Context: an optimization exercise on an open-source flow, tuned for small area, a short achievable clock period and few clock cycles. The choices shown serve that exercise and are no tape-out recipe.
Function was checked by simulation only, so behaviour that the tests miss may differ from the original.
Power figures rest on the tool's default switching activity, not on a simulated workload.

Setup of v15:
==> flow/design.v <==
module hive_div (
    input  wire        clk,
    input  wire        rst,
    input  wire        in_valid,
    output wire        in_ready,
    input  wire [1:0]  in_op,
    input  wire [31:0] in_a,
    input  wire [31:0] in_b,
    output reg         out_valid,
    output wire [31:0] out_result
);
    reg        rdy;                  
    reg        p1, p2, it, fx;
    reg        sgn, is_mod, sa, sb;  
    reg        nsb, ee;              
    reg [31:0] R;                    
    reg [31:0] Q;                    
    reg [32:0] D;                    
    reg [4:0]  cnt;
    reg        last, one, dsh;       
    reg        inv_f, frc_f, cfx_f, xfx_f, fxw, dv_f;
    reg        cin, frc_x, xinv;     
    assign in_ready   = rdy;
    assign out_result = Q;
    function [5:0] msb;
        input [31:0] x;
        reg [15:0] v1; reg [15:0] p1_;
        reg [7:0]  v2; reg [15:0] p2_;
        reg [3:0]  v3; reg [11:0] p3_;
        reg [1:0]  v4; reg [7:0]  p4_;
        integer i;
        begin
            for (i = 0; i < 16; i = i + 1) begin
                v1[i]  = x[2*i+1] | x[2*i];
                p1_[i] = x[2*i+1];
            end
            for (i = 0; i < 8; i = i + 1) begin
                v2[i]        = v1[2*i+1] | v1[2*i];
                p2_[2*i+:2]  = v1[2*i+1] ? {1'b1, p1_[2*i+1]} : {1'b0, p1_[2*i]};
            end
            for (i = 0; i < 4; i = i + 1) begin
                v3[i]        = v2[2*i+1] | v2[2*i];
                p3_[3*i+:3]  = v2[2*i+1] ? {1'b1, p2_[4*i+2+:2]} : {1'b0, p2_[4*i+:2]};
            end
            for (i = 0; i < 2; i = i + 1) begin
                v4[i]        = v3[2*i+1] | v3[2*i];
                p4_[4*i+:4]  = v3[2*i+1] ? {1'b1, p3_[6*i+3+:3]} : {1'b0, p3_[6*i+:3]};
            end
            msb = {v4[1] | v4[0], v4[1] ? {1'b1, p4_[7:4]} : {1'b0, p4_[3:0]}};
        end
    endfunction
    wire        e      = sa && sb;
    wire        sdiff  = sa ^ sb;
    wire [31:0] ax     = ee ? {~R[30:0], 1'b1} : R;
    wire [5:0]  ma     = msb(ax);
    wire [5:0]  mb     = msb(~D[31:0]);
    wire [5:0]  nd     = {1'b0, ma[4:0]} - {1'b0, mb[4:0]};    
    wire        a_zero = (R == 32'd0) && !sa;
    wire        d_ones = (D[31:0] == 32'hFFFF_FFFF);          
    wire        b_zero = d_ones && !sb;
    wire        ovf    = d_ones && sb && (R == 32'h8000_0000);
    wire        spec   = b_zero || ovf;
    wire        zr     = spec || a_zero;
    wire        skip   = nd[5] || !ma[5] || zr;
    wire        addb   = sdiff && !zr;   
    wire [31:0] spec_q = is_mod ? 32'd0 :
                         ovf ? 32'h7FFF_FFFF :
                         !sgn ? 32'hFFFF_FFFF :
                         sa ? 32'h8000_0000 : 32'h7FFF_FFFF;
    wire        fill   = nsb;
    wire [32:0] s0     = D;
    wire [32:0] s1     = cnt[0] ? {s0[31:0], fill}        : s0;
    wire [32:0] s2     = cnt[1] ? {s1[30:0], {2{fill}}}   : s1;
    wire [32:0] s3     = cnt[2] ? {s2[28:0], {4{fill}}}   : s2;
    wire [32:0] s4     = cnt[3] ? {s3[24:0], {8{fill}}}   : s3;
    wire [32:0] Dsh    = cnt[4] ? {s4[16:0], {16{fill}}}  : s4;
    wire [32:0] Y      = D | {33{frc_x}};
    wire [34:0] sum_c  = {2'b00, R, 1'b1} + {1'b0, Y, cin};    
    wire        fits   = sum_c[34];
    wire [31:0] X      = sum_c[32:1] ^ {32{xinv}};
    always @(posedge clk) begin
        if (rst) begin
            rdy       <= 1'b1;
            p1        <= 1'b0;
            p2        <= 1'b0;
            it        <= 1'b0;
            fx        <= 1'b0;
            out_valid <= 1'b0;
        end else begin
            out_valid <= fx;
            if (rdy) begin
                fx  <= 1'b0;
                if (in_valid) begin
                    rdy <= 1'b0;
                    p1  <= 1'b1;
                end
            end
            if (p1) begin
                p1 <= 1'b0;
                if (skip) begin
                    fx  <= 1'b1;
                    rdy <= 1'b1;
                end else begin
                    p2  <= 1'b1;
                end
            end
            if (p2) begin
                p2 <= 1'b0;
                it <= 1'b1;
            end
            if ((p2 && last || it && one) && dv_f) begin
                fx  <= 1'b1;
                rdy <= 1'b1;
            end
            if (it && last) begin
                it  <= 1'b0;
                if (!dv_f) begin
                    fx  <= 1'b1;
                    rdy <= 1'b1;
                end
            end
        end
        if (p2 || (it && fits))
            R <= X;
        if (rdy) begin
            R       <= in_a ^ {32{!in_op[0] && in_a[31] && !in_b[31]}};
            D       <= {1'b1, in_b ^ {32{!(!in_op[0] && in_b[31])}}};
            sgn     <= !in_op[0];
            is_mod  <= in_op[1];
            sa      <= !in_op[0] && in_a[31];
            sb      <= !in_op[0] && in_b[31];
            nsb     <= !(!in_op[0] && in_b[31]);
            ee      <= !in_op[0] && in_a[31] && in_b[31];
        end
        if (p2)
            D <= Dsh;
        if (dsh)
            D <= {D[32], D[32:1]};
        if (p1)
            Q <= spec ? spec_q : {32{addb}};
        if (it)
            Q <= {Q[30:0], fits ^ inv_f};
        if (fx && fxw)
            Q <= X;
        if (p1) begin
            cnt   <= nd[4:0];
            last  <= (nd[4:0] == 5'd0);
            one   <= (nd[4:0] == 5'd1);
            inv_f <= sdiff;
            frc_f <= is_mod && (sa == sb);
            cfx_f <= !(sa && sb);
            xfx_f <= sa;
            fxw   <= is_mod && !spec;
            dv_f  <= !is_mod;
            frc_x <= !skip || !addb;
            cin   <= skip ? (!addb || sa) : !sb;
            xinv  <= skip ? (addb && sa) : e;
        end
        dsh <= !rst && (p2 ? !last : (it && !last && !one));
        if (p2) begin
            frc_x <= 1'b0;
            xinv  <= 1'b0;
        end
        if (it) begin
            if (!last) begin
                cnt  <= cnt - 5'd1;
                last <= one;
                one  <= (cnt == 5'd2);
            end
            else begin
                frc_x <= frc_f;
                cin   <= cfx_f;
                xinv  <= xfx_f;
            end
        end
    end
endmodule
clock: 10.0 ns
lec_check: 0
abc_area: 1
cap_margin: 20
core_margin: 2
core_utilization: 40
place_density: 0.6
slew_margin: 20
standard.sh (not shown) runs the stock make flow with config.mk's settings and CLKGATE_MAP_FILE= SYNTH_SCRIPT=/design/flow/synth_recipe.tcl, a recipe that flattens the netlist after the stock synthesis.
==> flow/flow/run.sh <==
#!/bin/bash
# The standard layout, with timing repair aimed at a shorter period than the
# clock's: repair_timing treats any path with less than 7.5 ns of slack at the
# 10 ns clock as failing. Constraints and clock are the design's own.
set -euo pipefail
bash standard.sh finish SETUP_SLACK_MARGIN=7.5 > flow_make.log 2>&1
Testbench counts of v15, summed over its fixed seeds: cycles 70,102.
The following lists how v21 was set up differently from v15:
==> flow/flow/run.sh <==
#!/bin/bash
# The standard layout, with timing repair aimed at a shorter period than the
# clock's: repair_timing treats any path with less than 6.8 ns of slack at the
# 10 ns clock as failing. Constraints and clock are the design's own.
set -euo pipefail
bash standard.sh finish SETUP_SLACK_MARGIN=6.8 > flow_make.log 2>&1
### Flow results
- Between v21 and v15, the wire length of the first global-routing pass is higher for v15.
- Relative to v15, net switching fraction of the power increased by 1.5 points in v21.
- Number of vias per cell after detailed routing of v21 falls short of that of v15 by a few percent.
- v21 improves on v15 in final routed wirelength across all metal layers.
- From v15 to v21, number of storage elements in the synthesis netlist did not move at all.
- Note that the met3 wirelength from detailed routing recorded for v21 amounts to 0.808 times the value seen in v15.
- Higher register share of the cell area among v21 and v15: v21
> inputs changed (v21 -> v59)
==> flow/flow/run.sh <==
#!/bin/bash
# The standard layout, with timing repair aimed at a shorter period than the
# clock's: repair_timing treats any path with less than 7 ns of slack at the
# 10 ns clock as failing. Constraints and clock are the design's own.
set -euo pipefail
bash standard.sh finish SETUP_SLACK_MARGIN=7 > flow_make.log 2>&1
diff --git a/flow/config.mk b/flow/config.mk
--- a/flow/config.mk
+++ b/flow/config.mk
@@ -6,5 +6,4 @@
 export NUM_CORES = 4
 export LEC_CHECK = 0
-export ABC_AREA = 1
 export CAP_MARGIN = 20
 export CORE_MARGIN = 2
The launch point of the critical path comes out D[11]$_DFFE_PP_ in one run and in_b[31] in the other, namely in v59 and v21 respectively.
Taking v21 as the reference, in v59 wire length of the first global-routing pass went down 12%; synthesis-to-layout area growth went up 16 points; number of combinational gates with multiple inputs went down 365.
bufbuf_16 as the master of the slowest instance on the critical path was reported by v21, and edfxtp_1 by v59.
v21 has a higher proportion of power drawn by the clock network than v59.
[inputs] v52 vs v59
==> flow/flow/run.sh <==
#!/bin/bash
# The standard layout, with timing repair aimed at a shorter period than the
# clock's: repair_timing treats any path with less than 6.5 ns of slack at the
# 10 ns clock as failing. Constraints and clock are the design's own.
set -euo pipefail
bash standard.sh finish SETUP_SLACK_MARGIN=6.5 > flow_make.log 2>&1
diff --git a/flow/config.mk b/flow/config.mk
--- a/flow/config.mk
+++ b/flow/config.mk
@@ -6,4 +6,5 @@
 export NUM_CORES = 4
 export LEC_CHECK = 0
+export ABC_AREA = 1
 export CAP_MARGIN = 20
 export CORE_MARGIN = 2
Notes after the runs:
- After detailed routing, v59 needs less wire than v52.
- v52 has completed all stages; timing, DRC and antenna checks passed.
- The critical path depth in v52 sits 6 below the value recorded for v59.
- Taking v59 as the reference, in v52 post-detailed-route wirelength per cell decreased 2.3 µm, minimum hold slack increased 3.4 ps.
- In v52, the count of clock-buffer cells in the layout came out 1 below the value in v59.
- v59 vs v52, master of the slowest instance on the critical path: edfxtp_1 vs clkdlybuf4s50_1
- Comparing v52 and v59, the lower synthesized cell count was measured on v59.
- Looking only at number of placed instances with taps included, and setting everything else aside, the higher value of v52 and v59 goes to v52.
- Per the comparison of v52 with v59, sequential power decreased about 10%; biggest fanout along the worst timing path +7.

-- what the ideal ports hide --
Ports are ideal in the flow. The routed layouts listed here were re-timed in OpenROAD. Step 1 sets driving cells, clkbuf_16 on the clock port and buf_2 on the other inputs (assumed; they add their load-dependent delay and slew). Step 2 adds t to the input delays and takes it off the output delays; t is the mean of the earliest and latest rising clock arrival at the registers after step 1. Input paths then give back, and output paths get back, about the clock's delay inside the block. Slacks: ideal ports / drivers / drivers and shift; pairs: ideal ports / drivers.
run | t (ns) | setup WS [ns] | worst data-port slew with drivers (ns)
v15 | 0.500 | 6.871 / 6.819 / 6.606 | 0.06
v21 | 0.491 | 6.830 / 6.800 / 6.366 | 0.04
v59 | 0.481 | 6.200 / 6.200 / 6.200 | 0.05
v52 | 0.489 | 6.617 / 6.596 / 6.154 | 0.05
After both steps every run listed still meets setup and hold. For v21, which loses most, drivers alone change the setup slack by -0.030 ns; drivers and shift together by -0.464 ns.
